Source: an optimization exercise on an open RTL-to-GDS flow (aim: small area, a short achievable clock period and few clock cycles per item). Production flows keep margins and buffers that such runs may drop.
Function was checked by simulation only, so behaviour that the tests miss may differ from the original.
Power is estimated from default activity; no workload was simulated.

===== flow/config.mk =====
export PLATFORM = sky130hd
export DESIGN_NAME = ofl_fec_rx
export DESIGN_NICKNAME = ofl_fec_rx
export VERILOG_FILES = /design/flow/design.v
export SDC_FILE = /design/flow/constraint.sdc
export NUM_CORES = 8
export LEC_CHECK = 0
export CAP_MARGIN = 20
export CORE_MARGIN = 2
export CORE_UTILIZATION = 55
export CTS_BUF_LIST = sky130_fd_sc_hd__clkbuf_8 sky130_fd_sc_hd__clkbuf_16
export CTS_CLUSTER_DIAMETER = 60
export CTS_CLUSTER_SIZE = 30
export SLEW_MARGIN = 20

===== flow/constraint.sdc =====
create_clock -name core_clock -period 22.0 [get_ports {clk}]
set_input_delay 4.4000 -clock core_clock [delete_from_list [all_inputs] [get_ports {clk}]]
set_output_delay 4.4000 -clock core_clock [all_outputs]
set_load 0.01 [all_outputs]

===== flow/design.v =====
module ofl_fec_rx (
    input  wire         clk,
    input  wire         rst,
    input  wire         in_valid,
    output wire         in_ready,
    input  wire [63:0]  in_data,
    output wire         out_valid,
    input  wire         out_ready,
    output reg  [63:0]  out_data,
    output reg          out_last,
    output reg          out_fec_fail,
    output reg          out_crc_ok,
    output reg  [2:0]   out_corr
);
  localparam integer R = 38;                  
  function automatic [7:0] gf_mul(input [7:0] a, input [7:0] b);
    reg [7:0] p, x;
    integer i;
    begin
      p = 8'h00;
      x = a;
      for (i = 0; i < 8; i = i + 1) begin
        if (b[i]) p = p ^ x;
        x = {x[6:0], 1'b0} ^ (x[7] ? 8'h1D : 8'h00);
      end
      gf_mul = p;
    end
  endfunction
  function automatic [7:0] gf_sq(input [7:0] a);
    gf_sq = gf_mul(a, a);
  endfunction
  function automatic [3:0] m16(input [3:0] a, input [3:0] b);
    reg [3:0] p, x;
    integer i;
    begin
      p = 4'h0;
      x = a;
      for (i = 0; i < 4; i = i + 1) begin
        if (b[i]) p = p ^ x;
        x = {x[2:0], 1'b0} ^ (x[3] ? 4'h3 : 4'h0);
      end
      m16 = p;
    end
  endfunction
  function automatic [3:0] inv16(input [3:0] a);
    case (a)
      4'd0: inv16 = 4'd0;
      4'd1: inv16 = 4'd1;
      4'd2: inv16 = 4'd9;
      4'd3: inv16 = 4'd14;
      4'd4: inv16 = 4'd13;
      4'd5: inv16 = 4'd11;
      4'd6: inv16 = 4'd7;
      4'd7: inv16 = 4'd6;
      4'd8: inv16 = 4'd15;
      4'd9: inv16 = 4'd2;
      4'd10: inv16 = 4'd12;
      4'd11: inv16 = 4'd5;
      4'd12: inv16 = 4'd10;
      4'd13: inv16 = 4'd4;
      4'd14: inv16 = 4'd3;
      4'd15: inv16 = 4'd8;
      default: inv16 = 4'd0;
    endcase
  endfunction
  function automatic [7:0] gf_inv(input [7:0] a);
    reg [7:0] t, r;
    reg [3:0] d, di;
    begin
      t[0] = a[0] ^ a[1] ^ a[3] ^ a[5];
      t[1] = a[1] ^ a[4] ^ a[7];
      t[2] = a[7];
      t[3] = a[1] ^ a[6];
      t[4] = a[4] ^ a[7];
      t[5] = a[1] ^ a[3] ^ a[4];
      t[6] = a[2] ^ a[5] ^ a[6];
      t[7] = a[5];
      d  = m16(m16(t[7:4], t[7:4]), 4'd15) ^ m16(t[7:4], t[3:0]) ^ m16(t[3:0], t[3:0]);
      di = inv16(d);
      r  = {m16(t[7:4], di), m16(t[7:4] ^ t[3:0], di)};
      gf_inv[0] = r[0] ^ r[2] ^ r[4] ^ r[5] ^ r[7];
      gf_inv[1] = r[1] ^ r[4];
      gf_inv[2] = r[1] ^ r[3] ^ r[4] ^ r[6] ^ r[7];
      gf_inv[3] = r[1] ^ r[2] ^ r[5];
      gf_inv[4] = r[2] ^ r[4];
      gf_inv[5] = r[7];
      gf_inv[6] = r[1] ^ r[3] ^ r[4];
      gf_inv[7] = r[2];
    end
  endfunction
  localparam [7:0] AP1 = 8'h02, AP2 = 8'h04, AP3 = 8'h08, AP4 = 8'h10,
                   AP6 = 8'h40, AP9 = 8'h3a;
  localparam [7:0] AM1 = 8'h8e, AM2 = 8'h47, AM3 = 8'had, AM4 = 8'hd8,
                   AM6 = 8'h36;
  localparam [7:0] X0_CW0 = 8'hd6, X0SQ_CW0 = 8'hd7;    
  localparam [7:0] X0_CW1 = 8'h6b, X0SQ_CW1 = 8'hfc;    
  reg [64*R-1:0] ring;
  reg [R-1:0]    vb;             
  wire [63:0] stl  = ring[64*(R-1) +: 64];
  reg  [5:0] g;
  reg  [5:0] count;        
  reg  [5:0] dr;
  reg        in_rdy;
  reg  [4:0] wbeat;        
  reg  [4:0] rbeat;        
  reg        cur_loaded;   
  reg  [2:0] eng_st;       
  reg        ov;
  reg        ob_fresh;     
  reg  [4:0] ob_beat;
  assign in_ready  = in_rdy;
  assign out_valid = ov;
  localparam [5:0] T0 = 36, T1 = 27, T2 = 18, T3 = 9;
  wire t0 = (dr == T0), t1 = (dr == T1), t2 = (dr == T2), t3 = (dr == T3);
  wire [63:0] tap = ({64{t0}} & ring[64*T0 +: 64]) | ({64{t1}} & ring[64*T1 +: 64]) |
                    ({64{t2}} & ring[64*T2 +: 64]) | ({64{t3}} & ring[64*T3 +: 64]);
  wire tap_vb = (t0 & vb[T0]) | (t1 & vb[T1]) | (t2 & vb[T2]) | (t3 & vb[T3]);
  wire empty  = (count == 6'd0);
  wire at_tap = !empty && (t0 | t1 | t2 | t3);
  wire rd_pre = at_tap && tap_vb && cur_loaded;
  wire hole   = at_tap && !tap_vb;
  wire wr     = in_valid & in_rdy;
  wire rd     = rd_pre && (!ov || out_ready);
  wire cons   = hole || rd;            
  wire last_rd = rd && (rbeat == 5'd31);
  wire [5:0] cnt_w  = empty ? 6'd1 : count + g + 6'd1;
  wire [5:0] g_inc  = (g == R - 1) ? 6'd0 : g + 6'd1;
  wire [5:0] dr_inc = (dr == R - 1) ? 6'd0 : dr + 6'd1;
  wire [5:0] c00 = count,          c01 = count - 6'd1;
  wire [5:0] c10 = cnt_w,          c11 = cnt_w - 6'd1;
  wire [5:0] d00 = dr_inc,         d01 = dr;
  wire [5:0] d10 = empty ? 6'd0 : dr_inc;
  wire [5:0] d11 = empty ? 6'd0 : dr;
  wire [6:0] s00 = {1'b0, c00} + {1'b0, g_inc};
  wire [6:0] s01 = {1'b0, c01} + {1'b0, g_inc};
  wire r00 = (c00 == 6'd0) || (s00 < R);
  wire r01 = (c01 == 6'd0) || (s01 < R);
  wire r10 = (c10 == 6'd0) || (c10 < R);
  wire r11 = (c11 == 6'd0) || (c11 < R);
  always @(posedge clk) begin
    ring <= {ring[64*(R-1)-1:0], wr ? in_data : stl};
    vb   <= {vb[R-2:0], wr | (vb[R-1] & ~in_rdy)};
  end
  always @(posedge clk) begin
    if (rst) begin
      g        <= 6'd0;
      count    <= 6'd0;
      dr       <= 6'd0;
      in_rdy   <= 1'b1;
      wbeat    <= 5'd0;
      rbeat    <= 5'd0;
    end else begin
      g <= wr ? 6'd0 : g_inc;
      case ({wr, cons})
        2'b00: begin count <= c00; dr <= d00; in_rdy <= r00; end
        2'b01: begin count <= c01; dr <= d01; in_rdy <= r01; end
        2'b10: begin count <= c10; dr <= d10; in_rdy <= r10; end
        default: begin count <= c11; dr <= d11; in_rdy <= r11; end
      endcase
      if (wr) wbeat <= wbeat + 5'd1;
      if (rd) rbeat <= rbeat + 5'd1;
    end
  end
  reg  [7:0] syn [0:11];         
  reg  [7:0] syn_new [0:11];     
  reg  [7:0] sb, l0, l1, l2;
  integer gj, gi;
  always @* begin
    for (gj = 0; gj < 3; gj = gj + 1) begin
      l0 = in_data[8*gj +: 8];
      l1 = in_data[8*(gj+3) +: 8];
      l2 = (gj < 2) ? in_data[8*(gj+6) +: 8] : 8'h00;
      for (gi = 0; gi < 4; gi = gi + 1) begin
        sb = (wbeat == 5'd0) ? 8'h00 : syn[4*gj+gi];
        if (gj < 2) begin
          case (gi)
            0: syn_new[4*gj+gi] = sb ^ l0 ^ l1 ^ l2;
            1: syn_new[4*gj+gi] = gf_mul(sb, AP3) ^ gf_mul(l0, AP2) ^ gf_mul(l1, AP1) ^ l2;
            2: syn_new[4*gj+gi] = gf_mul(sb, AP6) ^ gf_mul(l0, AP4) ^ gf_mul(l1, AP2) ^ l2;
            default: syn_new[4*gj+gi] = gf_mul(sb, AP9) ^ gf_mul(l0, AP6) ^ gf_mul(l1, AP3) ^ l2;
          endcase
        end else begin
          case (gi)
            0: syn_new[4*gj+gi] = sb ^ l0 ^ l1;
            1: syn_new[4*gj+gi] = gf_mul(sb, AP2) ^ gf_mul(l0, AP1) ^ l1;
            2: syn_new[4*gj+gi] = gf_mul(sb, AP4) ^ gf_mul(l0, AP2) ^ l1;
            default: syn_new[4*gj+gi] = gf_mul(sb, AP6) ^ gf_mul(l0, AP3) ^ l1;
          endcase
        end
      end
    end
  end
  reg [31:0] hold1, hold2;
  integer ri;
  always @(posedge clk) begin
    if (wr)
      for (ri = 0; ri < 12; ri = ri + 1)
        syn[(ri + 4) % 12] <= syn_new[ri];
    if (wr && wbeat == 5'd31) begin
      hold1 <= {syn_new[11], syn_new[10], syn_new[9], syn_new[8]};
      hold2 <= {syn_new[3], syn_new[2], syn_new[1], syn_new[0]};
    end
  end
  reg  [31:0] es;
  always @* begin
    case (eng_st)
      3'd1:    es = {syn[11], syn[10], syn[9], syn[8]};
      3'd2:    es = hold1;
      default: es = hold2;
    endcase
  end
  wire [7:0] e_s0 = es[7:0], e_s1 = es[15:8], e_s2 = es[23:16], e_s3 = es[31:24];
  wire [7:0] e_m02  = gf_mul(e_s0, e_s2);
  wire [7:0] e_m13  = gf_mul(e_s1, e_s3);
  wire [7:0] e_mk   = gf_mul(e_s0 ^ e_s1, e_s2 ^ e_s3);
  wire [7:0] e_det  = gf_sq(e_s1) ^ e_m02;
  wire [7:0] e_num1 = e_mk ^ e_m02 ^ e_m13;
  wire [7:0] e_num2 = e_m13 ^ gf_sq(e_s2);
  wire       e_two  = (e_det != 8'h00);
  wire       e_nz   = (es != 32'd0);
  reg  [7:0] q_det, q_num1, q_num2, q_s0, q_s1;
  reg        q_two;
  reg  [1:0] q_ne;
  reg        q_bad;
  always @(posedge clk) begin
    q_det  <= e_det;
    q_num1 <= e_num1;
    q_num2 <= e_num2;
    q_s0   <= e_s0;
    q_s1   <= e_s1;
    q_two  <= e_two;
    q_ne   <= e_two ? 2'd2 : (e_nz ? 2'd1 : 2'd0);
    q_bad  <= e_two ? (e_num1 == 8'h00 || e_num2 == 8'h00)
                    : (e_nz && (e_s0 == 8'h00 || e_s1 == 8'h00 || e_num1 != 8'h00));
  end
  reg  [7:0] p_c2, p_c1, p_c0, p_p0, p_p1, p_iv, p_s0;
  reg  [1:0] p_ne;
  reg        p_bad;
  always @(posedge clk) begin
    p_c2  <= q_two ? q_det  : 8'h00;
    p_c1  <= q_two ? q_num1 : q_s0;
    p_c0  <= q_two ? q_num2 : q_s1;
    p_p0  <= gf_mul(q_s0, q_det);
    p_p1  <= gf_mul(q_s1, q_det);
    p_iv  <= gf_inv(q_num1);
    p_s0  <= q_s0;
    p_ne  <= q_ne;
    p_bad <= q_bad;
  end
  wire [7:0]  e_a   = gf_mul(p_p0, p_iv);
  wire [7:0]  e_b   = gf_mul(p_p1, p_iv) ^ p_s0;
  wire [42:0] e_res = {p_bad, p_ne, e_b, e_a, p_c0, p_c1, p_c2};
  reg [42:0] next0, next1;
  wire cur_free = !cur_loaded || last_rd;
  wire load = (eng_st == 3'd5) && cur_free;
  always @(posedge clk) begin
    if (eng_st == 3'd3) next0 <= e_res;
    if (eng_st == 3'd4) next1 <= e_res;
  end
  always @(posedge clk) begin
    if (rst) begin
      eng_st     <= 3'd0;
      cur_loaded <= 1'b0;
    end else begin
      case (eng_st)
        3'd0: if (wr && wbeat == 5'd31) eng_st <= 3'd1;
        3'd1: eng_st <= 3'd2;
        3'd2: eng_st <= 3'd3;
        3'd3: eng_st <= 3'd4;
        3'd4: eng_st <= 3'd5;
        default: if (cur_free) eng_st <= 3'd0;
      endcase
      if (load) cur_loaded <= 1'b1;
      else if (last_rd) cur_loaded <= 1'b0;
    end
  end
  reg [7:0] ch_a2 [0:2];
  reg [7:0] ch_a1 [0:2];
  reg [7:0] ch_c0 [0:2];
  reg [7:0] ch_z  [0:2];
  reg [7:0] ch_b  [0:2];
  reg [1:0] ch_ne [0:2];
  reg       ch_bad[0:2];
  reg [1:0] ch_cnt[0:2];
  reg [63:0] corr;
  reg [1:0]  grp_roots [0:2];
  reg [7:0]  ev, vv;
  reg        fl;
  integer lk, lj, ls;
  always @* begin
    for (lj = 0; lj < 3; lj = lj + 1) grp_roots[lj] = 2'd0;
    for (lk = 0; lk < 8; lk = lk + 1) begin
      lj = lk % 3;
      ls = lk / 3;
      case (ls)
        0: begin
          ev = ch_a2[lj] ^ ch_a1[lj] ^ ch_c0[lj];
          vv = ch_z[lj] ^ ch_b[lj];
        end
        1: begin
          ev = gf_mul(ch_a2[lj], AM2) ^ gf_mul(ch_a1[lj], AM1) ^ ch_c0[lj];
          vv = gf_mul(ch_z[lj], AM1) ^ ch_b[lj];
        end
        default: begin
          ev = gf_mul(ch_a2[lj], AM4) ^ gf_mul(ch_a1[lj], AM2) ^ ch_c0[lj];
          vv = gf_mul(ch_z[lj], AM2) ^ ch_b[lj];
        end
      endcase
      fl = (ev == 8'h00) && (ch_ne[lj] != 2'd0);
      corr[8*lk +: 8] = fl ? vv : 8'h00;
      grp_roots[lj] = grp_roots[lj] + {1'b0, fl};
    end
  end
  reg       fail_now;
  reg [2:0] corr_sum;
  reg [2:0] tot;
  integer fj;
  always @* begin
    fail_now = 1'b0;
    corr_sum = 3'd0;
    for (fj = 0; fj < 3; fj = fj + 1) begin
      tot = {1'b0, ch_cnt[fj]} + {1'b0, grp_roots[fj]};
      if (ch_bad[fj] || tot != {1'b0, ch_ne[fj]})
        fail_now = 1'b1;
      corr_sum = corr_sum + {1'b0, ch_ne[fj]};
    end
  end
  integer cj;
  always @(posedge clk) begin
    if (load) begin
      ch_a2[0] <= gf_mul(next0[7:0], X0SQ_CW0);
      ch_a1[0] <= gf_mul(next0[15:8], X0_CW0);
      ch_c0[0] <= next0[23:16];
      ch_z[0]  <= gf_mul(next0[31:24], X0_CW0);
      {ch_bad[0], ch_ne[0], ch_b[0]} <= next0[42:32];
      ch_a2[1] <= gf_mul(next1[7:0], X0SQ_CW1);
      ch_a1[1] <= gf_mul(next1[15:8], X0_CW1);
      ch_c0[1] <= next1[23:16];
      ch_z[1]  <= gf_mul(next1[31:24], X0_CW1);
      {ch_bad[1], ch_ne[1], ch_b[1]} <= next1[42:32];
      ch_a2[2] <= gf_mul(e_res[7:0], X0SQ_CW1);
      ch_a1[2] <= gf_mul(e_res[15:8], X0_CW1);
      ch_c0[2] <= e_res[23:16];
      ch_z[2]  <= gf_mul(e_res[31:24], X0_CW1);
      {ch_bad[2], ch_ne[2], ch_b[2]} <= e_res[42:32];
      for (cj = 0; cj < 3; cj = cj + 1) ch_cnt[cj] <= 2'd0;
    end else if (rd) begin
      ch_a2[1] <= gf_mul(ch_a2[0], AM6);
      ch_a1[1] <= gf_mul(ch_a1[0], AM3);
      ch_z[1]  <= gf_mul(ch_z[0], AM3);
      ch_a2[2] <= gf_mul(ch_a2[1], AM6);
      ch_a1[2] <= gf_mul(ch_a1[1], AM3);
      ch_z[2]  <= gf_mul(ch_z[1], AM3);
      ch_a2[0] <= gf_mul(ch_a2[2], AM4);
      ch_a1[0] <= gf_mul(ch_a1[2], AM2);
      ch_z[0]  <= gf_mul(ch_z[2], AM2);
      for (cj = 0; cj < 3; cj = cj + 1) begin
        ch_c0[(cj+1)%3]  <= ch_c0[cj];
        ch_b[(cj+1)%3]   <= ch_b[cj];
        ch_ne[(cj+1)%3]  <= ch_ne[cj];
        ch_bad[(cj+1)%3] <= ch_bad[cj];
        ch_cnt[(cj+1)%3] <= ch_cnt[cj] + grp_roots[cj];
      end
    end
  end
  always @(posedge clk) begin
    if (rd) out_data <= tap ^ corr;
  end
  always @(posedge clk) begin
    if (rst) begin
      ov       <= 1'b0;
      out_last <= 1'b0;
      ob_fresh <= 1'b0;
    end else begin
      ov       <= rd || (ov && !out_ready);
      out_last <= rd ? (rbeat == 5'd31) : ((ov && !out_ready) ? out_last : 1'b0);
      ob_fresh <= rd;
    end
    if (rd) ob_beat <= rbeat;
    if (last_rd) begin
      out_fec_fail <= fail_now;
      out_corr     <= corr_sum;
    end
  end
  reg  [63:0] crc;
  wire [63:0] chunk = {out_data[7:0],   out_data[15:8],  out_data[23:16], out_data[31:24],
                       out_data[39:32], out_data[47:40], out_data[55:48], out_data[63:56]};
  wire [63:0] crc_x = ((ob_beat == 5'd0) ? 64'hFFFF_FFFF_FFFF_FFFF : crc) ^ chunk;
  wire [63:0] crc_y;
  wire crc_t64 = crc_x[0] ^ crc_x[63];
  wire crc_t65 = crc_x[4] ^ crc_x[24];
  wire crc_t66 = crc_x[9] ^ crc_x[16];
  wire crc_t67 = crc_x[10] ^ crc_x[17];
  wire crc_t68 = crc_x[11] ^ crc_x[18];
  wire crc_t69 = crc_x[37] ^ crc_x[42];
  wire crc_t70 = crc_x[19] ^ crc_x[54];
  wire crc_t71 = crc_x[5] ^ crc_x[59];
  wire crc_t72 = crc_x[20] ^ crc_x[55];
  wire crc_t73 = crc_x[36] ^ crc_x[41];
  wire crc_t74 = crc_x[7] ^ crc_x[12];
  wire crc_t75 = crc_x[2] ^ crc_x[22];
  wire crc_t76 = crc_x[29] ^ crc_x[43];
  wire crc_t77 = crc_x[3] ^ crc_x[23];
  wire crc_t78 = crc_x[30] ^ crc_x[44];
  wire crc_t79 = crc_x[31] ^ crc_x[45];
  wire crc_t80 = crc_x[8] ^ crc_x[13];
  wire crc_t81 = crc_x[51] ^ crc_x[58];
  wire crc_t82 = crc_x[14] ^ crc_x[50];
  wire crc_t83 = crc_x[28] ^ crc_x[53];
  wire crc_t84 = crc_x[1] ^ crc_x[48];
  wire crc_t85 = crc_x[35] ^ crc_x[47];
  wire crc_t86 = crc_x[32] ^ crc_x[57];
  wire crc_t87 = crc_x[33] ^ crc_x[56];
  wire crc_t88 = crc_x[21] ^ crc_x[46];
  wire crc_t89 = crc_x[15] ^ crc_t67;
  wire crc_t90 = crc_x[34] ^ crc_x[49];
  wire crc_t91 = crc_x[6] ^ crc_x[39];
  wire crc_t92 = crc_x[38] ^ crc_x[40];
  wire crc_t93 = crc_x[52] ^ crc_t74;
  wire crc_t94 = crc_t66 ^ crc_t68;
  wire crc_t95 = crc_x[26] ^ crc_t64;
  wire crc_t96 = crc_x[27] ^ crc_t73;
  wire crc_t97 = crc_t70 ^ crc_t79;
  wire crc_t98 = crc_t65 ^ crc_t71;
  wire crc_t99 = crc_x[62] ^ crc_t72;
  wire crc_t100 = crc_t69 ^ crc_t75;
  wire crc_t101 = crc_t76 ^ crc_t77;
  wire crc_t102 = crc_t78 ^ crc_t81;
  wire crc_t103 = crc_x[25] ^ crc_t80;
  wire crc_t104 = crc_t82 ^ crc_t87;
  wire crc_t105 = crc_x[41] ^ crc_t83;
  wire crc_t106 = crc_t84 ^ crc_t92;
  wire crc_t107 = crc_x[12] ^ crc_t89;
  wire crc_t108 = crc_x[37] ^ crc_t88;
  wire crc_t109 = crc_t65 ^ crc_t91;
  wire crc_t110 = crc_x[16] ^ crc_t85;
  wire crc_t111 = crc_x[17] ^ crc_x[21];
  wire crc_t112 = crc_x[60] ^ crc_t75;
  wire crc_t113 = crc_x[34] ^ crc_t102;
  wire crc_t114 = crc_x[39] ^ crc_t86;
  wire crc_t115 = crc_x[22] ^ crc_x[25];
  wire crc_t116 = crc_x[57] ^ crc_t94;
  wire crc_t117 = crc_t69 ^ crc_t88;
  wire crc_t118 = crc_x[13] ^ crc_x[61];
  wire crc_t119 = crc_x[58] ^ crc_t76;
  wire crc_t120 = crc_x[19] ^ crc_x[48];
  wire crc_t121 = crc_x[38] ^ crc_x[51];
  wire crc_t122 = crc_x[14] ^ crc_t95;
  wire crc_t123 = crc_x[27] ^ crc_x[35];
  wire crc_t124 = crc_x[15] ^ crc_x[59];
  wire crc_t125 = crc_x[40] ^ crc_x[60];
  wire crc_t126 = crc_x[46] ^ crc_t100;
  wire crc_t127 = crc_x[63] ^ crc_t86;
  wire crc_t128 = crc_x[1] ^ crc_x[50];
  wire crc_t129 = crc_x[2] ^ crc_x[7];
  wire crc_t130 = crc_x[52] ^ crc_t66;
  wire crc_t131 = crc_x[20] ^ crc_t90;
  wire crc_t132 = crc_x[28] ^ crc_t96;
  wire crc_t133 = crc_x[4] ^ crc_t71;
  wire crc_t134 = crc_t68 ^ crc_t78;
  wire crc_t135 = crc_x[8] ^ crc_t101;
  wire crc_t136 = crc_x[18] ^ crc_x[56];
  wire crc_t137 = crc_x[6] ^ crc_t84;
  wire crc_t138 = crc_x[34] ^ crc_x[54];
  wire crc_t139 = crc_x[32] ^ crc_x[48];
  wire crc_t140 = crc_t87 ^ crc_t93;
  wire crc_t141 = crc_x[53] ^ crc_t64;
  wire crc_t142 = crc_x[45] ^ crc_t80;
  wire crc_t143 = crc_x[44] ^ crc_t98;
  wire crc_t144 = crc_x[56] ^ crc_t67;
  wire crc_t145 = crc_x[33] ^ crc_t93;
  wire crc_t146 = crc_x[19] ^ crc_t90;
  wire crc_t147 = crc_t81 ^ crc_t103;
  wire crc_t148 = crc_x[3] ^ crc_t70;
  wire crc_t149 = crc_x[5] ^ crc_x[47];
  wire crc_t150 = crc_x[7] ^ crc_t82;
  wire crc_t151 = crc_x[15] ^ crc_x[30];
  wire crc_t152 = crc_x[26] ^ crc_x[49];
  wire crc_t153 = crc_t73 ^ crc_t74;
  wire crc_t154 = crc_x[21] ^ crc_x[31];
  wire crc_t155 = crc_x[61] ^ crc_t77;
  wire crc_t156 = crc_x[1] ^ crc_x[29];
  wire crc_t157 = crc_t97 ^ crc_t124;
  wire crc_t158 = crc_x[32] ^ crc_t99;
  wire crc_t159 = crc_x[0] ^ crc_t104;
  wire crc_t160 = crc_x[24] ^ crc_t97;
  wire crc_t161 = crc_x[43] ^ crc_t114;
  wire crc_t162 = crc_x[42] ^ crc_t85;
  wire crc_t163 = crc_x[9] ^ crc_x[35];
  wire crc_t164 = crc_x[11] ^ crc_t74;
  wire crc_t165 = crc_x[17] ^ crc_t81;
  wire crc_t166 = crc_t69 ^ crc_t72;
  wire crc_t167 = crc_x[38] ^ crc_x[59];
  wire crc_t168 = crc_t65 ^ crc_t105;
  wire crc_t169 = crc_x[16] ^ crc_t89;
  wire crc_t170 = crc_t109 ^ crc_t132;
  wire crc_t171 = crc_x[25] ^ crc_t110;
  wire crc_t172 = crc_t79 ^ crc_t121;
  wire crc_t173 = crc_t109 ^ crc_t120;
  wire crc_t174 = crc_x[18] ^ crc_t112;
  wire crc_t175 = crc_t92 ^ crc_t113;
  wire crc_t176 = crc_t105 ^ crc_t123;
  wire crc_t177 = crc_x[33] ^ crc_t125;
  wire crc_t178 = crc_x[35] ^ crc_x[42];
  wire crc_t179 = crc_x[23] ^ crc_x[30];
  wire crc_t180 = crc_t76 ^ crc_t83;
  wire crc_t181 = crc_x[31] ^ crc_t70;
  wire crc_t182 = crc_x[46] ^ crc_t118;
  wire crc_t183 = crc_x[47] ^ crc_t133;
  wire crc_t184 = crc_x[49] ^ crc_t101;
  wire crc_t185 = crc_x[3] ^ crc_t78;
  wire crc_t186 = crc_x[8] ^ crc_x[47];
  wire crc_t187 = crc_x[18] ^ crc_x[51];
  wire crc_t188 = crc_x[52] ^ crc_t99;
  wire crc_t189 = crc_x[53] ^ crc_t82;
  wire crc_t190 = crc_x[55] ^ crc_t80;
  wire crc_t191 = crc_t95 ^ crc_t128;
  wire crc_t192 = crc_x[14] ^ crc_t83;
  wire crc_t193 = crc_x[27] ^ crc_t66;
  wire crc_t194 = crc_x[39] ^ crc_x[55];
  wire crc_t195 = crc_t85 ^ crc_t91;
  wire crc_t196 = crc_x[10] ^ crc_t162;
  wire crc_t197 = crc_x[20] ^ crc_x[62];
  wire crc_t198 = crc_x[37] ^ crc_x[45];
  wire crc_t199 = crc_x[58] ^ crc_t83;
  wire crc_t200 = crc_t93 ^ crc_t144;
  wire crc_t201 = crc_t90 ^ crc_t106;
  wire crc_t202 = crc_x[51] ^ crc_t70;
  wire crc_t203 = crc_x[23] ^ crc_t116;
  wire crc_t204 = crc_x[24] ^ crc_x[40];
  wire crc_t205 = crc_x[36] ^ crc_t163;
  wire crc_t206 = crc_x[4] ^ crc_t108;
  wire crc_t207 = crc_t72 ^ crc_t84;
  wire crc_t208 = crc_x[38] ^ crc_t78;
  wire crc_t209 = crc_t107 ^ crc_t136;
  wire crc_t210 = crc_x[40] ^ crc_x[52];
  wire crc_t211 = crc_x[5] ^ crc_x[44];
  wire crc_t212 = crc_x[6] ^ crc_t95;
  wire crc_t213 = crc_x[60] ^ crc_t146;
  wire crc_t214 = crc_t82 ^ crc_t117;
  wire crc_t215 = crc_t129 ^ crc_t130;
  wire crc_t216 = crc_t147 ^ crc_t168;
  wire crc_t217 = crc_x[1] ^ crc_t64;
  wire crc_t218 = crc_t75 ^ crc_t169;
  wire crc_t219 = crc_t108 ^ crc_t119;
  wire crc_t220 = crc_t118 ^ crc_t148;
  wire crc_t221 = crc_x[6] ^ crc_x[28];
  wire crc_t222 = crc_x[29] ^ crc_t77;
  wire crc_t223 = crc_t99 ^ crc_t100;
  wire crc_t224 = crc_t106 ^ crc_t111;
  wire crc_t225 = crc_x[5] ^ crc_t151;
  wire crc_t226 = crc_x[63] ^ crc_t135;
  wire crc_t227 = crc_t152 ^ crc_t173;
  wire crc_t228 = crc_t153 ^ crc_t172;
  wire crc_t229 = crc_x[20] ^ crc_t176;
  wire crc_t230 = crc_t71 ^ crc_t122;
  wire crc_t231 = crc_t114 ^ crc_t154;
  wire crc_t232 = crc_t155 ^ crc_t175;
  wire crc_t233 = crc_x[22] ^ crc_t156;
  wire crc_t234 = crc_x[32] ^ crc_x[52];
  wire crc_t235 = crc_x[58] ^ crc_t170;
  wire crc_t236 = crc_x[7] ^ crc_x[34];
  wire crc_t237 = crc_x[16] ^ crc_t98;
  wire crc_t238 = crc_x[25] ^ crc_t158;
  wire crc_t239 = crc_x[61] ^ crc_t73;
  wire crc_t240 = crc_t126 ^ crc_t179;
  wire crc_t241 = crc_x[17] ^ crc_t181;
  wire crc_t242 = crc_t83 ^ crc_t102;
  wire crc_t243 = crc_t183 ^ crc_t184;
  wire crc_t244 = crc_x[29] ^ crc_t89;
  wire crc_t245 = crc_x[60] ^ crc_t79;
  wire crc_t246 = crc_t98 ^ crc_t127;
  wire crc_t247 = crc_t138 ^ crc_t187;
  wire crc_t248 = crc_t186 ^ crc_t188;
  wire crc_t249 = crc_x[26] ^ crc_t139;
  wire crc_t250 = crc_x[28] ^ crc_x[38];
  wire crc_t251 = crc_x[61] ^ crc_t69;
  wire crc_t252 = crc_t68 ^ crc_t79;
  wire crc_t253 = crc_t71 ^ crc_t251;
  wire crc_t254 = crc_x[37] ^ crc_t119;
  wire crc_t255 = crc_t124 ^ crc_t140;
  wire crc_t256 = crc_x[3] ^ crc_t112;
  wire crc_t257 = crc_x[42] ^ crc_t127;
  wire crc_t258 = crc_t71 ^ crc_t192;
  wire crc_t259 = crc_x[33] ^ crc_x[50];
  wire crc_t260 = crc_x[57] ^ crc_t103;
  wire crc_t261 = crc_t141 ^ crc_t160;
  wire crc_t262 = crc_x[7] ^ crc_x[13];
  wire crc_t263 = crc_x[43] ^ crc_t134;
  wire crc_t264 = crc_x[49] ^ crc_t100;
  wire crc_t265 = crc_x[56] ^ crc_t111;
  wire crc_t266 = crc_t125 ^ crc_t195;
  wire crc_t267 = crc_t262 ^ crc_t265;
  wire crc_t268 = crc_x[21] ^ crc_t72;
  wire crc_t269 = crc_x[44] ^ crc_t106;
  wire crc_t270 = crc_t97 ^ crc_t104;
  wire crc_t271 = crc_t135 ^ crc_t269;
  wire crc_t272 = crc_t174 ^ crc_t270;
  wire crc_t273 = crc_x[9] ^ crc_t88;
  wire crc_t274 = crc_t142 ^ crc_t161;
  wire crc_t275 = crc_x[34] ^ crc_x[43];
  wire crc_t276 = crc_x[57] ^ crc_x[58];
  wire crc_t277 = crc_x[63] ^ crc_t197;
  wire crc_t278 = crc_t77 ^ crc_t275;
  wire crc_t279 = crc_t104 ^ crc_t115;
  wire crc_t280 = crc_t143 ^ crc_t196;
  wire crc_t281 = crc_x[0] ^ crc_x[36];
  wire crc_t282 = crc_x[11] ^ crc_t130;
  wire crc_t283 = crc_t120 ^ crc_t149;
  wire crc_t284 = crc_x[49] ^ crc_t94;
  wire crc_t285 = crc_t81 ^ crc_t107;
  wire crc_t286 = crc_x[8] ^ crc_t134;
  wire crc_t287 = crc_x[45] ^ crc_x[54];
  wire crc_t288 = crc_t107 ^ crc_t122;
  wire crc_t289 = crc_t199 ^ crc_t287;
  wire crc_t290 = crc_x[55] ^ crc_t94;
  wire crc_t291 = crc_t76 ^ crc_t96;
  wire crc_t292 = crc_x[50] ^ crc_t95;
  wire crc_t293 = crc_x[5] ^ crc_x[10];
  wire crc_t294 = crc_x[46] ^ crc_x[60];
  wire crc_t295 = crc_t89 ^ crc_t202;
  wire crc_t296 = crc_t123 ^ crc_t294;
  wire crc_t297 = crc_x[61] ^ crc_t96;
  wire crc_t298 = crc_t144 ^ crc_t164;
  wire crc_t299 = crc_x[18] ^ crc_t131;
  wire crc_t300 = crc_x[23] ^ crc_t85;
  wire crc_t301 = crc_x[26] ^ crc_t117;
  wire crc_t302 = crc_t137 ^ crc_t145;
  wire crc_t303 = crc_t157 ^ crc_t301;
  wire crc_t304 = crc_t165 ^ crc_t300;
  wire crc_t305 = crc_t299 ^ crc_t302;
  wire crc_t306 = crc_x[4] ^ crc_t132;
  wire crc_t307 = crc_x[43] ^ crc_t166;
  wire crc_t308 = crc_x[47] ^ crc_t115;
  wire crc_t309 = crc_t139 ^ crc_t306;
  wire crc_t310 = crc_t137 ^ crc_t143;
  wire crc_t311 = crc_x[14] ^ crc_x[36];
  wire crc_t312 = crc_t79 ^ crc_t126;
  wire crc_t313 = crc_t91 ^ crc_t165;
  wire crc_t314 = crc_x[13] ^ crc_x[25];
  wire crc_t315 = crc_t87 ^ crc_t314;
  wire crc_t316 = crc_t116 ^ crc_t178;
  wire crc_t317 = crc_x[36] ^ crc_t64;
  wire crc_t318 = crc_x[57] ^ crc_t98;
  wire crc_t319 = crc_t72 ^ crc_t121;
  wire crc_t320 = crc_x[8] ^ crc_x[39];
  wire crc_t321 = crc_t68 ^ crc_t90;
  wire crc_t322 = crc_t77 ^ crc_t96;
  wire crc_t323 = crc_x[15] ^ crc_x[53];
  wire crc_t324 = crc_t111 ^ crc_t145;
  wire crc_t325 = crc_t72 ^ crc_t91;
  wire crc_t326 = crc_t73 ^ crc_t129;
  wire crc_t327 = crc_t64 ^ crc_t67;
  wire crc_t328 = crc_t96 ^ crc_t108;
  wire crc_t329 = crc_t68 ^ crc_t110;
  wire crc_t330 = crc_t86 ^ crc_t205;
  wire crc_t331 = crc_x[10] ^ crc_x[11];
  assign crc_y[0] = crc_x[35] ^ crc_t167 ^ crc_t212 ^ crc_t213 ^ crc_t214 ^ crc_t215 ^ crc_t216;
  assign crc_y[1] = crc_t131 ^ crc_t149 ^ crc_t170 ^ crc_t217 ^ crc_t218 ^ crc_t219 ^ crc_t220;
  assign crc_y[2] = crc_t133 ^ crc_t134 ^ crc_t150 ^ crc_t171 ^ crc_t221 ^ crc_t222 ^ crc_t223 ^ crc_t224;
  assign crc_y[3] = crc_t111 ^ crc_t112 ^ crc_t136 ^ crc_t225 ^ crc_t226 ^ crc_t227 ^ crc_t228;
  assign crc_y[4] = crc_t174 ^ crc_t229 ^ crc_t230 ^ crc_t231 ^ crc_t232;
  assign crc_y[5] = crc_x[21] ^ crc_x[62] ^ crc_t155 ^ crc_t157 ^ crc_t177 ^ crc_t178 ^ crc_t233 ^ crc_t234 ^ crc_t235;
  assign crc_y[6] = crc_x[63] ^ crc_t177 ^ crc_t180 ^ crc_t236 ^ crc_t237 ^ crc_t238 ^ crc_t239 ^ crc_t240;
  assign crc_y[7] = crc_x[62] ^ crc_t159 ^ crc_t182 ^ crc_t215 ^ crc_t241 ^ crc_t242 ^ crc_t243;
  assign crc_y[8] = crc_t137 ^ crc_t185 ^ crc_t189 ^ crc_t244 ^ crc_t245 ^ crc_t246 ^ crc_t247 ^ crc_t248;
  assign crc_y[9] = crc_x[24] ^ crc_x[41] ^ crc_t138 ^ crc_t151 ^ crc_t159 ^ crc_t190 ^ crc_t249 ^ crc_t250 ^ crc_t252 ^ crc_t253;
  assign crc_y[10] = crc_x[2] ^ crc_x[27] ^ crc_x[62] ^ crc_t168 ^ crc_t190 ^ crc_t191 ^ crc_t231 ^ crc_t254 ^ crc_t255;
  assign crc_y[11] = crc_x[54] ^ crc_t87 ^ crc_t103 ^ crc_t156 ^ crc_t175 ^ crc_t193 ^ crc_t256 ^ crc_t257 ^ crc_t258;
  assign crc_y[12] = crc_x[7] ^ crc_x[30] ^ crc_x[61] ^ crc_t117 ^ crc_t121 ^ crc_t169 ^ crc_t184 ^ crc_t194 ^ crc_t259 ^ crc_t260 ^ crc_t261;
  assign crc_y[13] = crc_x[59] ^ crc_t105 ^ crc_t158 ^ crc_t181 ^ crc_t217 ^ crc_t263 ^ crc_t264 ^ crc_t266 ^ crc_t267;
  assign crc_y[14] = crc_x[61] ^ crc_t153 ^ crc_t257 ^ crc_t268 ^ crc_t271 ^ crc_t272;
  assign crc_y[15] = crc_x[15] ^ crc_x[41] ^ crc_t65 ^ crc_t87 ^ crc_t102 ^ crc_t146 ^ crc_t155 ^ crc_t223 ^ crc_t273 ^ crc_t274;
  assign crc_y[16] = crc_t79 ^ crc_t88 ^ crc_t92 ^ crc_t130 ^ crc_t276 ^ crc_t277 ^ crc_t278 ^ crc_t279 ^ crc_t280;
  assign crc_y[17] = crc_x[23] ^ crc_x[44] ^ crc_t89 ^ crc_t150 ^ crc_t250 ^ crc_t264 ^ crc_t274 ^ crc_t281 ^ crc_t282 ^ crc_t283;
  assign crc_y[18] = crc_x[20] ^ crc_x[24] ^ crc_x[33] ^ crc_x[46] ^ crc_t91 ^ crc_t189 ^ crc_t198 ^ crc_t271 ^ crc_t284 ^ crc_t285;
  assign crc_y[19] = crc_t69 ^ crc_t266 ^ crc_t286 ^ crc_t288 ^ crc_t289;
  assign crc_y[20] = crc_t74 ^ crc_t106 ^ crc_t157 ^ crc_t182 ^ crc_t290 ^ crc_t291;
  assign crc_y[21] = crc_x[9] ^ crc_x[21] ^ crc_x[53] ^ crc_t85 ^ crc_t109 ^ crc_t113 ^ crc_t167 ^ crc_t200 ^ crc_t238 ^ crc_t292;
  assign crc_y[22] = crc_t97 ^ crc_t116 ^ crc_t126 ^ crc_t159 ^ crc_t201 ^ crc_t235 ^ crc_t293;
  assign crc_y[23] = crc_x[1] ^ crc_x[53] ^ crc_t65 ^ crc_t80 ^ crc_t101 ^ crc_t114 ^ crc_t125 ^ crc_t149 ^ crc_t268 ^ crc_t282 ^ crc_t288;
  assign crc_y[24] = crc_x[22] ^ crc_x[28] ^ crc_t140 ^ crc_t201 ^ crc_t253 ^ crc_t286 ^ crc_t292 ^ crc_t295 ^ crc_t296;
  assign crc_y[25] = crc_x[2] ^ crc_x[12] ^ crc_t80 ^ crc_t128 ^ crc_t172 ^ crc_t180 ^ crc_t188 ^ crc_t195 ^ crc_t203 ^ crc_t213 ^ crc_t297;
  assign crc_y[26] = crc_x[2] ^ crc_x[29] ^ crc_x[39] ^ crc_t139 ^ crc_t200 ^ crc_t204 ^ crc_t205 ^ crc_t214 ^ crc_t220 ^ crc_t242 ^ crc_t277;
  assign crc_y[27] = crc_x[26] ^ crc_x[40] ^ crc_x[46] ^ crc_t99 ^ crc_t116 ^ crc_t119 ^ crc_t151 ^ crc_t160 ^ crc_t196 ^ crc_t221 ^ crc_t236 ^ crc_t256 ^ crc_t259 ^ crc_t281;
  assign crc_y[28] = crc_x[19] ^ crc_x[31] ^ crc_x[32] ^ crc_x[59] ^ crc_t113 ^ crc_t171 ^ crc_t206 ^ crc_t207 ^ crc_t226 ^ crc_t297 ^ crc_t298;
  assign crc_y[29] = crc_x[6] ^ crc_x[16] ^ crc_x[17] ^ crc_x[46] ^ crc_t86 ^ crc_t113 ^ crc_t141 ^ crc_t153 ^ crc_t197 ^ crc_t252 ^ crc_t279 ^ crc_t283;
  assign crc_y[30] = crc_t80 ^ crc_t127 ^ crc_t303 ^ crc_t304 ^ crc_t305;
  assign crc_y[31] = crc_x[33] ^ crc_t187 ^ crc_t212 ^ crc_t307 ^ crc_t308 ^ crc_t309;
  assign crc_y[32] = crc_x[2] ^ crc_x[23] ^ crc_x[41] ^ crc_t66 ^ crc_t76 ^ crc_t104 ^ crc_t141 ^ crc_t147 ^ crc_t296 ^ crc_t310;
  assign crc_y[33] = crc_x[5] ^ crc_t89 ^ crc_t110 ^ crc_t128 ^ crc_t141 ^ crc_t142 ^ crc_t148 ^ crc_t206 ^ crc_t208 ^ crc_t239 ^ crc_t276;
  assign crc_y[34] = crc_x[38] ^ crc_x[54] ^ crc_t84 ^ crc_t94 ^ crc_t99 ^ crc_t183 ^ crc_t311 ^ crc_t312 ^ crc_t313;
  assign crc_y[35] = crc_x[0] ^ crc_x[5] ^ crc_x[40] ^ crc_t66 ^ crc_t82 ^ crc_t162 ^ crc_t194 ^ crc_t209 ^ crc_t216 ^ crc_t249 ^ crc_t278;
  assign crc_y[36] = crc_x[14] ^ crc_t152 ^ crc_t210 ^ crc_t291 ^ crc_t295 ^ crc_t310 ^ crc_t315 ^ crc_t316;
  assign crc_y[37] = crc_t107 ^ crc_t123 ^ crc_t142 ^ crc_t263 ^ crc_t273 ^ crc_t317 ^ crc_t318 ^ crc_t319;
  assign crc_y[38] = crc_x[53] ^ crc_x[56] ^ crc_t75 ^ crc_t191 ^ crc_t228 ^ crc_t280 ^ crc_t320 ^ crc_t321;
  assign crc_y[39] = crc_x[21] ^ crc_t122 ^ crc_t161 ^ crc_t164 ^ crc_t201 ^ crc_t237 ^ crc_t289 ^ crc_t322;
  assign crc_y[40] = crc_x[34] ^ crc_t92 ^ crc_t122 ^ crc_t193 ^ crc_t194 ^ crc_t202 ^ crc_t211 ^ crc_t233 ^ crc_t323 ^ crc_t324;
  assign crc_y[41] = crc_x[1] ^ crc_t136 ^ crc_t138 ^ crc_t142 ^ crc_t176 ^ crc_t179 ^ crc_t210 ^ crc_t218 ^ crc_t325;
  assign crc_y[42] = crc_x[55] ^ crc_x[56] ^ crc_t88 ^ crc_t192 ^ crc_t204 ^ crc_t222 ^ crc_t241 ^ crc_t316 ^ crc_t326;
  assign crc_y[43] = crc_x[30] ^ crc_t65 ^ crc_t73 ^ crc_t86 ^ crc_t115 ^ crc_t119 ^ crc_t148 ^ crc_t166 ^ crc_t186 ^ crc_t209;
  assign crc_y[44] = crc_x[26] ^ crc_x[58] ^ crc_t120 ^ crc_t133 ^ crc_t154 ^ crc_t203 ^ crc_t208 ^ crc_t307 ^ crc_t315;
  assign crc_y[45] = crc_x[4] ^ crc_x[50] ^ crc_x[51] ^ crc_t64 ^ crc_t66 ^ crc_t103 ^ crc_t161 ^ crc_t200 ^ crc_t211 ^ crc_t229 ^ crc_t312;
  assign crc_y[46] = crc_t70 ^ crc_t86 ^ crc_t101 ^ crc_t128 ^ crc_t143 ^ crc_t171 ^ crc_t177 ^ crc_t198 ^ crc_t321 ^ crc_t326 ^ crc_t327;
  assign crc_y[47] = crc_x[45] ^ crc_t118 ^ crc_t185 ^ crc_t207 ^ crc_t258 ^ crc_t284 ^ crc_t317 ^ crc_t324;
  assign crc_y[48] = crc_x[6] ^ crc_x[62] ^ crc_t80 ^ crc_t90 ^ crc_t97 ^ crc_t112 ^ crc_t156 ^ crc_t189 ^ crc_t206 ^ crc_t209;
  assign crc_y[49] = crc_t70 ^ crc_t75 ^ crc_t77 ^ crc_t85 ^ crc_t94 ^ crc_t127 ^ crc_t150 ^ crc_t182 ^ crc_t225 ^ crc_t319;
  assign crc_y[50] = crc_x[16] ^ crc_t77 ^ crc_t87 ^ crc_t154 ^ crc_t173 ^ crc_t248 ^ crc_t285 ^ crc_t311;
  assign crc_y[51] = crc_x[37] ^ crc_x[48] ^ crc_t94 ^ crc_t115 ^ crc_t131 ^ crc_t210 ^ crc_t246 ^ crc_t267 ^ crc_t323;
  assign crc_y[52] = crc_x[9] ^ crc_x[13] ^ crc_x[23] ^ crc_x[28] ^ crc_t126 ^ crc_t145 ^ crc_t247 ^ crc_t318 ^ crc_t327;
  assign crc_y[53] = crc_x[10] ^ crc_x[28] ^ crc_x[41] ^ crc_x[51] ^ crc_t117 ^ crc_t129 ^ crc_t191 ^ crc_t243 ^ crc_t290;
  assign crc_y[54] = crc_x[13] ^ crc_t84 ^ crc_t85 ^ crc_t90 ^ crc_t105 ^ crc_t115 ^ crc_t185 ^ crc_t193 ^ crc_t219 ^ crc_t230 ^ crc_t298;
  assign crc_y[55] = crc_t84 ^ crc_t93 ^ crc_t113 ^ crc_t203 ^ crc_t244 ^ crc_t261 ^ crc_t308 ^ crc_t328;
  assign crc_y[56] = crc_x[12] ^ crc_t67 ^ crc_t103 ^ crc_t152 ^ crc_t160 ^ crc_t167 ^ crc_t199 ^ crc_t207 ^ crc_t234 ^ crc_t240 ^ crc_t329;
  assign crc_y[57] = crc_x[31] ^ crc_t64 ^ crc_t135 ^ crc_t138 ^ crc_t140 ^ crc_t166 ^ crc_t309 ^ crc_t313 ^ crc_t329;
  assign crc_y[58] = crc_x[18] ^ crc_t69 ^ crc_t78 ^ crc_t98 ^ crc_t140 ^ crc_t146 ^ crc_t180 ^ crc_t190 ^ crc_t224 ^ crc_t330;
  assign crc_y[59] = crc_x[53] ^ crc_t73 ^ crc_t91 ^ crc_t131 ^ crc_t163 ^ crc_t208 ^ crc_t254 ^ crc_t260 ^ crc_t272 ^ crc_t293;
  assign crc_y[60] = crc_t150 ^ crc_t232 ^ crc_t303 ^ crc_t325 ^ crc_t330 ^ crc_t331;
  assign crc_y[61] = crc_x[22] ^ crc_x[43] ^ crc_t65 ^ crc_t81 ^ crc_t92 ^ crc_t110 ^ crc_t158 ^ crc_t245 ^ crc_t255 ^ crc_t320 ^ crc_t328 ^ crc_t331;
  assign crc_y[62] = crc_x[36] ^ crc_x[40] ^ crc_x[61] ^ crc_t75 ^ crc_t86 ^ crc_t159 ^ crc_t164 ^ crc_t211 ^ crc_t227 ^ crc_t304;
  assign crc_y[63] = crc_x[15] ^ crc_x[50] ^ crc_x[57] ^ crc_x[62] ^ crc_t71 ^ crc_t147 ^ crc_t198 ^ crc_t204 ^ crc_t305 ^ crc_t322;
  always @(posedge clk) begin
    if (ob_fresh) begin
      crc <= crc_y;
      if (ob_beat == 5'd30)
        out_crc_ok <= (crc == (64'h2D062787539E5AD0 ^ {chunk[63:32], 32'd0}));
    end
  end
endmodule

===== flow/flow/run.sh =====
#!/bin/bash
# The standard layout, with ORFS's timing repair aiming at a setup slack
# of SETUP_SLACK_MARGIN (period 22 - margin) and port buffers of a chosen cell.
set -e
export SETUP_SLACK_MARGIN=16
export BUFFER_PORTS_ARGS="-buffer_cell sky130_fd_sc_hd__buf_2"
bash standard.sh > standard.log 2>&1

===== flow/standard.sh =====
#!/bin/bash
# synth_recipe.tcl (not shown) runs the flow's synth.tcl, then flattens the netlist and writes it again
# the make line also repeats each setting of config.mk as NAME=value (left out here)
make -C /OpenROAD-flow-scripts/flow DESIGN_CONFIG=/design/flow/config.mk WORK_HOME=/design/flow/orfs CLKGATE_MAP_FILE= SYNTH_SCRIPT=/design/flow/synth_recipe.tcl "${@:-finish}"

==> summary.txt, run 1 <==
STA
For the pin with the worst max-slew slack, the measured transition is around 1.2 ns. For this run, the top clock speed supported by timing is 0.1658 GHz. The post-route setup TNS is 0 ns. Setup repair after global routing could not meet its margin everywhere. The final worst-path cycle share is 0.2742. The final count of negative-setup-slack endpoints is 0. The clock arrives with 0.07727 ns of skew. The minimum clock period is around 6.0 ns. Headroom to the max-slew limit came out at 0.1775.

The final number of max-transition violations is 0. The final number of hold-violating endpoints is 0.

Logic synthesis
The post-synthesis average cell area is 12.54 um^2. Among all flip-flop cells after synthesis, the most frequent one is sky130_fd_sc_hd__dfxtp_1. The sequential element share of the synthesized area is 0.6500.

The number of nets handed over by synthesis was 8448. The summed instance area of the synthesized netlist is 104200 um^2. By area the synthesized netlist is led by sky130_fd_sc_hd__dfxtp_1, sky130_fd_sc_hd__xnor2_1, sky130_fd_sc_hd__edfxtp_1. Synthesis produced a netlist whose cell count is 8315. The count of synthesis-stage warnings from yosys is 12. Summed over all instances, the cell type with the most area after synthesis is sky130_fd_sc_hd__dfxtp_1. The share of synthesized registers carrying an async set or reset is 0. The total of flip-flops plus latches after synthesis is 3128.

The area share of the largest cell type after synthesis is 0.5022. The count of distinct cell types in the synthesized netlist is between 80 and 90. The synthesized design contains between 500 and 600 enable-type register cells.

CTS
The H-tree depth is 4. Clock tree synthesis inserted a total of 160 buffers. TritonCTS built the clock tree.

The master cell of the clock root buffer is sky130_fd_sc_hd__clkbuf_16. At the later pin of the worst-skew pair, clock insertion delay measures 0.88 ns. The hold-fix buffer count after cts is 0. The tree built by TritonCTS fans out to around 3.1k sinks. Counting along the longest clock path gives a buffer depth of 3. The clock edge transition at the registers on the reported setup and hold paths is 0.11 ns.

Power
The net switching share of the total power is 0.2341. The clock share of power is 0.333. The share of total power dissipated in combinational logic is 0.055.

The analysis attributes to cell leakage a power of 43.55 nW. The share of total power dissipated in sequential elements is 0.613. Power spread over the standard cell area amounts to 90.57 nW/um^2. In this run the power spent charging and discharging nets is 2.431 mW.

The maximum ir drop on the vdd rail is 0.08379 mV. The total internal power is between 7 and 8 mW.

Cells and area
In the final layout, the share of cells above drive strength 1 is 0.08962. The number of nets at the end of the flow is 8661. The finished cells cover 114700 um^2. The layout has 15.03k filler cells. The post-synthesis to final-layout area growth is 9.993%.

Outcome
The flow ran to the end and the layout has no timing, DRC or antenna violations.

Global routing
The number of antenna violations at the first check in global routing is 8. The first global-routing pass estimated around 380000 um of wire. Entering global routing, the biggest net connects 130 pins. The met3 capacity usage during global routing is 0.03500.

The overall track demand over capacity in global routing is 0.2719. For met2 alone, demand over resource in global routing was 0.4251. The layer with the highest usage is met2. The leftover overflow at the end of global routing is 0. The number of global-route vias before repair is 55.49k. The met1 track demand over resource is 0.3825.

Die
The floorplan step set the die width to 439.4 um. Row generation in the floorplan step produced 159 rows. The core region is 188000 um^2.

The I/O pin count is 140. The area enclosed by the die boundary is between 150000 and 200000 um^2. The starting density of the core is 0.5545. From bottom edge to top edge, the die measures 439.4 um.

Placement
The placed instance area is 108300 um^2. At the end of routability-driven placement, the weighted congestion stood at 1.003. During placement, the flow inserted port buffers numbering 139. The detailed-placement wirelength estimate is 188500 um.

Route
The final route contains 57.06k vias. In the final routed layout, each cell accounts on average for 23.85 um. Summed over all layers, the routed wires come to 265300 um. Before antenna repair, the detailed router went through 5 iterations.

The residual antenna-violating net count after detailed routing is 0. The via density per instance is 5.129. The count of routing violations after the opening detailed-route iteration is 4454.

The DRC violation count after routing is 0.

Job
The tool flagged a number of max-cap violations equal to 0.

Worst setup path
Grouping stages by cell kind, the critical path spends the most delay in flip-flops. Together, buffers and inverters on the worst path number 1. The signal on the critical path passes through buf_2. The critical path data arrival time is 1.63 ns. Of all nets on the critical path, the largest fanout is 2. The kind of critical path is reg -> out.

The worst setup path is captured at an output port. The reg2reg setup slack is 16.01 ns. At the worst endpoint, the required time is approximately 18 ns. STA classifies the critical path startpoint as a register. The largest incremental delay on the critical path is 0.55 ns. The worst-path cell with the longest stage delay is sky130_fd_sc_hd__edfxtp_1.

Hold path
The class of the tightest hold or removal check is reg -> reg.
## cells by family after synthesis
| family | synth area share |
|---|---|
| flip-flops | 0.6500 |
| XOR/XNOR | 0.2182 |
| AND/OR/NAND/NOR | 0.06529 |
| AO/OA/AOI/OAI | 0.03704 |
| buffers and inverters | 0.01588 |
| adder cells (fa/ha/maj) | 0.008618 |
| multiplexers | 0.005029 |
## layout by cell type, fill, tap and decap left out, types with 27 or more instances in the layout
| master | count |
|---|---|
| sky130_fd_sc_hd__dfxtp_1 | 2605 |
| sky130_fd_sc_hd__xnor2_1 | 1811 |
| sky130_fd_sc_hd__nand2_1 | 824 |
| sky130_fd_sc_hd__xor2_1 | 652 |
| sky130_fd_sc_hd__edfxtp_1 | 513 |
| sky130_fd_sc_hd__nor2_1 | 407 |
| sky130_fd_sc_hd__buf_4 | 219 |
| sky130_fd_sc_hd__clkbuf_16 | 161 |
| sky130_fd_sc_hd__o21ai_0 | 140 |
| sky130_fd_sc_hd__buf_2 | 138 |
| sky130_fd_sc_hd__a21oi_1 | 122 |
| sky130_fd_sc_hd__inv_1 | 90 |
| sky130_fd_sc_hd__a221oi_1 | 71 |
| sky130_fd_sc_hd__a22o_1 | 66 |
| sky130_fd_sc_hd__ha_1 | 52 |
| sky130_fd_sc_hd__nor3_1 | 42 |
| sky130_fd_sc_hd__nand2b_1 | 42 |
| sky130_fd_sc_hd__xnor2_2 | 41 |
| sky130_fd_sc_hd__nand3_1 | 34 |
| sky130_fd_sc_hd__and3_1 | 32 |
| sky130_fd_sc_hd__nor2b_1 | 28 |
| sky130_fd_sc_hd__mux2_2 | 27 |
## sequential cells by signal (all words and copies together), names as in the netlist, 38 cells and up
signal,count
ring,2432
out_data,64
crc,64
syn,96
vb,38
next1,43
next0,43
## cell usage after synthesis, drive strengths merged (7+ instances only)
library cell / number
o22ai: 17
nand4: 14
nand2b: 44
and3: 34
dfxtp: 2615
nor2b: 28
edfxtp: 513
a221oi: 74
or3: 23
a211oi: 13
nor4: 25
mux2i: 22
nor2: 410
o221ai: 7
o32ai: 32
a31oi: 14
a22oi: 18
xnor2: 1852
xnor3: 28
nand2: 829
and2: 13
xor2: 655
ha: 55
a22o: 66
o211ai: 14
o21ai: 141
nor3: 60
mux2: 27
buf: 61
a21o: 8
nand3b: 7
nand3: 35
or4: 12
nor3b: 8
fa: 10
a21oi: 122
inv: 84
clkbuf: 261
## power by group through the flow
stage	Combinational (mW)	Sequential [mW]	Clock, mW
3_5_place_dp	0.559	6.49	0
2_1_floorplan	0.436	6.42	0
6_report	0.567	6.36	3.45
5_1_grt	0.615	6.40	3.73
4_1_cts	0.563	6.36	3.53
3_3_place_gp	0.552	6.48	0
## repair_timing
action	4_1_cts	5_1_grt
setup endpoints to repair	172	177
hold endpoints to repair	0	0
gates cloned	2	4
setup buffers	45	21
pin swaps	1	2
gates resized for setup	30	20
## stage by stage
stage	instances	power [mW]	hold WS [ns]	util	worst slack [ns]
finish	11130	10.39	0.2678	0.6099	15.97
floorplan	8315	6.853	0.3096	-	15.86
global placement	10790	7.034	0.3095	0.5758	14.18
detailed placement	10790	7.046	0.3121	0.5760	14.11
global route	11120	10.74	0.2714	0.6098	15.83
CTS	11100	10.45	0.2654	0.6083	15.87
## routing by layer
metal  up-vias  wire length, um
li1      27160                -
met1     27910           120800
met2      1554           119400
met3       440            13310
met4         0            11760
met5         -                0
## area by class of cell
cell class                 count  area [um^2]  share of cell area
sequential                  3128        67770              0.5911
multi-input combinational   4781        35280              0.3076
clock buffer                 166         4086             0.03564
tap                         2495         3122             0.02723
timing repair buffer         370         2571             0.02242
clock inverter                93         1479             0.01290
inverter                      87        344.1            0.003001
antenna                        5        12.51           0.0001091
## worst paths after layout
check                                     to          from  cells past startpoint
worst max-delay path            out_data[59]  out_data[59]                      1
worst min register to register    ring[1655]    ring[1591]                      0
worst max register to register       crc[18]    ob_beat[0]                     12
worst min-delay path              ring[1655]    ring[1591]                      0
Testbench counts, summed over its fixed seeds: cycles 61,744, items 1,920.
==> run 2, diff against run 1 <==
--- a/flow/config.mk
+++ b/flow/config.mk
@@ -8,7 +8,8 @@
 export CAP_MARGIN = 20
 export CORE_MARGIN = 2
-export CORE_UTILIZATION = 55
+export CORE_UTILIZATION = 65
 export CTS_BUF_LIST = sky130_fd_sc_hd__clkbuf_8 sky130_fd_sc_hd__clkbuf_16
 export CTS_CLUSTER_DIAMETER = 60
 export CTS_CLUSTER_SIZE = 30
+export PLACE_DENSITY = 0.75
 export SLEW_MARGIN = 20
==> run 2 against run 1 <==
Register-to-register slack improved by 0.12 ns. Total power decreased by 0.76%. Global-route usage up 6.0 points. Clock skew is 0.0077 ns lower. Combinational power is 2% higher. Setup slack better by 0.026 ns. Maximum frequency increased by 0.43%. Utilization grew 10 points. First-iteration DRC count rose by 25%. Sequential share of layout area is 0.76 points higher. Largest cell class unchanged. Routed wire length up 3.2%.
==> summary.txt, run 2 <==
Outcome
The flow ran to the end and the layout has no timing, DRC or antenna violations.

STA
Setup repair after global routing could not meet its margin everywhere. The final number of hold-violating endpoints is 0. The maximum achievable frequency is 0.1665 GHz. After routing, the total negative slack on setup checks comes to 0 ns.

For the finished layout, the period the worst path requires is 6.006 ns. The final number of max-transition violations is 0. Setup violations remaining at the end of the flow were counted as 0. Setup slack closes at 15.99 ns.

The headroom to the max-slew limit is 0.1187. For the pin with the worst max-slew slack, the measured transition is 1.322 ns. The largest clock skew in the final design is 0.06961 ns. The final worst-path cycle share is 0.2730.

Worst setup path
The total buffers and inverters traversed by the critical path is 1. The launch instance of the worst register-to-register path is ob_beat[0]. For flop-to-flop paths, the worst setup slack is around 16 ns. STA classifies the critical path startpoint as a register. The kind of critical path is reg -> out.

The kind of end point of the critical path is an output port. The critical path data arrival time is ~1.6 ns. The worst reg-to-reg path cell count is 12. Walking the worst path, the cells encountered are buf_2. The worst-path cell with the longest stage delay is sky130_fd_sc_hd__edfxtp_1. In this design, the stage delay of the slowest critical-path cell is roughly 0.57 ns.

On the critical path the largest part of the delay comes from flip-flops. The worst endpoint required time is between 15 and 20 ns. Along the worst path, the maximum fanout reaches 2.

The critical register-to-register path endpoint is crc[22].

Die
The number of core rows is ~150. In this run the horizontal extent of the chip is approximately 400 um. The I/O pin count is 140. After floorplanning, the core was sized to cover roughly 160000 um^2. The area enclosed by the die boundary is 163600 um^2. For this configuration, the core starts out at a cell density of 0.6567.

The floorplan step set the die height to 404.5 um.

Logic synthesis
By count the netlist is led by sky130_fd_sc_hd__dfxtp_1, sky130_fd_sc_hd__xnor2_1, sky130_fd_sc_hd__nand2_1. The share of synthesized area in the top cell type comes to 0.5022. The sequential element share of the synthesized area is 0.6500. The count of distinct cell types in the synthesized netlist is 85. For this run, the number of Yosys warnings is 12. The most common cell in the synthesized netlist is sky130_fd_sc_hd__dfxtp_1. Yosys attributes the largest share of cell area to sky130_fd_sc_hd__dfxtp_1, sky130_fd_sc_hd__xnor2_1, sky130_fd_sc_hd__edfxtp_1. The post-synthesis average cell area is 12.54 um^2. Synthesis inferred 3128 register bits.

The summed instance area of the synthesized netlist is 104200 um^2. The share of synthesized registers carrying an async set or reset is 0. The synthesized netlist net count is 8448. The cell taking the most area after synthesis is sky130_fd_sc_hd__dfxtp_1. The predominant post-synthesis flop cell is sky130_fd_sc_hd__dfxtp_1. In this run, synthesis inferred 513 flip-flops with an integrated enable. The gate count after technology mapping is about 8.3k.

Route
In this run the remaining antenna-violating nets after routing total 0. The via density per instance is 5.510. The first detailed-routing pass ran for 6 iterations. After detailed routing, the number of remaining DRC violations is 0. The total routed wirelength is roughly 270000 um. Across all layers, the routed design uses 58.58k vias.

The final routed wire length divided by cell count is 25.75 um. The count of routing violations after the opening detailed-route iteration is about 5.6k.

Hold path
The startpoint identified for the worst hold timing path is ring[61]. The cell depth of the worst min-delay path is 0. The class of the tightest hold or removal check is reg -> reg. For hold timing, the worst endpoint is ring[125].

CTS
The CTS tree is built. In this run the clock root is driven by a sky130_fd_sc_hd__clkbuf_16. The hold-fix buffer count after cts is 0. The clock passes through at most 3 buffers. Counting the buffers created by CTS gives approximately 160.

The clock sink total is 3128. The H-tree depth is 4. After clock tree synthesis, the clock-pin slew on the worst setup and hold paths is 0.10 ns. The later pin in the worst-skew pair is clocked with a latency of 0.84 ns.

Power
The standby leakage power is around 43 nW. In this run the power density over the cells is 91.04 nW/um^2. The maximum ir drop on the vdd rail is 0.08943 mV.

Cells and area
In the layout the commonest cells are sky130_fd_sc_hd__dfxtp_1, sky130_fd_sc_hd__xnor2_1, sky130_fd_sc_hd__nand2_1, sky130_fd_sc_hd__xor2_1, sky130_fd_sc_hd__edfxtp_1. In the final layout, the registers with the most flip-flops are ring (2432), syn (96). The register name with the most flops is ring. The layout cell share with drive strength beyond 1 is 0.08240. From synthesis to final layout, the design area changed by 8.591%.

The utilization of the core after routing is 0.7131. The leading cell type in the layout, fill and taps excluded is sky130_fd_sc_hd__dfxtp_1. The number of nets at the end of the flow is 8604. The number of flip-flops in the largest register is 2432.

Global routing
For this run, the total global-route usage over all layers was measured as 0.3323. The number of global-route vias before repair came to 58.23k. The total overflow left after global routing is 0. The first global-routing pass estimated slightly below 400000 um of wire. The number of antenna violations at the first check in global routing came to 12. Entering global routing, the biggest net connects 88 pins.

Placement
At the end of routability-driven placement, the weighted congestion stood at 1.016. Buffers placed on the I/O ports in this run total 139. The detailed-placement wirelength estimate is 188000 um.

Prior to clock tree synthesis, the placed netlist has a worst setup slack of about 14 ns.

Job
The count of max-cap constraint violations is 0.
## run 2: timing repair
item | CTS | global route
pin swaps | 2 | 1
buffers inserted | 25 | 5
endpoints found under the setup margin | 233 | 66
resized for setup | 20 | 24
cloned | 2 | 2
## run 2: power by group
| group | switching, mW | internal, mW | total (mW) |
|---|---|---|---|
| registers | 0.177 | 6.21 | 6.38 |
| logic | 0.328 | 0.251 | 0.579 |
| clock network | 1.90 | 1.44 | 3.34 |
## run 2: worst max path at each step
stage	to	cells past startpoint	startpoint	slack [ns]
global placement	ch_b[2][3]	9	out_ready	14.38
detailed placement	ch_b[2][3]	9	out_ready	14.31
CTS	out_data[9]	1	out_data[9]	15.95
floorplan	ch_a1[0][0]	9	out_ready	15.86
finish	out_data[7]	1	out_data[7]	15.99
global route	q_bad	19	eng_st[2]	15.93
## run 2: metrics by stage
step / hold WS, ns / total power [mW] / std cells / instance area (um^2)
final: 0.2886 / 10.31 / 10630 / 113200
after global routing: 0.2875 / 10.60 / 10630 / 113200
after CTS: 0.2776 / 10.33 / 10620 / 113000
after detailed placement: 0.3121 / 7.058 / 10350 / 107600
after global placement: 0.3096 / 7.030 / 10350 / 107600
after floorplan: 0.3096 / 6.853 / 8315 / 104400
## run 2: layout make-up
type | count | area [um^2]
Antenna cell | 4 | 10.01
Multi-Input combinational cell | 4780 | 35250
Clock inverter | 80 | 1064
Tap cell | 2072 | 2592
Clock buffer | 163 | 4034
Timing Repair Buffer | 318 | 2131
Inverter | 87 | 350.3
Sequential cell | 3128 | 67770
Fill cell | 10600 | 45540
## run 2: kinds of logic after synthesis
group / synth area share
flip-flops: 0.6500
XOR/XNOR: 0.2182
AND/OR/NAND/NOR: 0.06529
AO/OA/AOI/OAI: 0.03704
buffers and inverters: 0.01588
adder cells (fa/ha/maj): 0.008618
multiplexers: 0.005029
## run 2: metal layers
layer  part of all wire  wire [um]  global-route usage  up-vias
li1                   -          -                   -    27050
met2               0.46     126500              0.5307     2169
met3              0.062      17010             0.04070      557
met4              0.058      15840              0.1688        4
met1               0.42     114400              0.4493    28800
met5           0.000095         26                   0        -
## run 2: worst reg2reg max path, stage by stage, from the launching register on
cell and delay (ns):
sky130_fd_sc_hd__edfxtp_1 0.41, sky130_fd_sc_hd__or4_1 0.78, sky130_fd_sc_hd__nor2_4 0.60, sky130_fd_sc_hd__buf_4 0.59, sky130_fd_sc_hd__nor2_1 0.15, sky130_fd_sc_hd__xnor2_1 0.15
sky130_fd_sc_hd__buf_4 0.21, sky130_fd_sc_hd__xnor2_1 0.65, sky130_fd_sc_hd__xnor2_1 0.41, sky130_fd_sc_hd__xor2_1 0.87, sky130_fd_sc_hd__xnor2_1 0.19, sky130_fd_sc_hd__xnor2_1 0.36
sky130_fd_sc_hd__xnor2_1 0.20

[static timing again, ports no longer ideal]
In the flow no input, the clock included, has a driving cell. The finished layouts below were timed again as built, in two steps.
Step 1, drivers: a clkbuf_16 drives clk and a buf_2 each remaining input, both assumed.
Step 2, shift: input delay + t, output delay - t, t = (earliest + latest rising clock arrival at the registers) / 2. This alone moves slack from input paths to output paths.
Slacks: ideal / step 1 / step 2; pairs: ideal / step 1.
| run | t (ns) | setup WS [ns] | worst hold slack (ns) | worst slew at a driven data input, ns |
|---|---|---|---|---|
| run 1 | 0.934 | 15.968 / 15.875 / 15.258 | 0.268 / 0.268 / 0.268 | 0.09 |
| run 2 | 0.900 | 15.994 / 15.898 / 15.310 | 0.289 / 0.289 / 0.289 | 0.15 |
After both steps setup and hold are still met in every run listed. The setup slack of run 1, which loses most, moves by -0.093 ns with the drivers and by -0.710 ns with both steps.
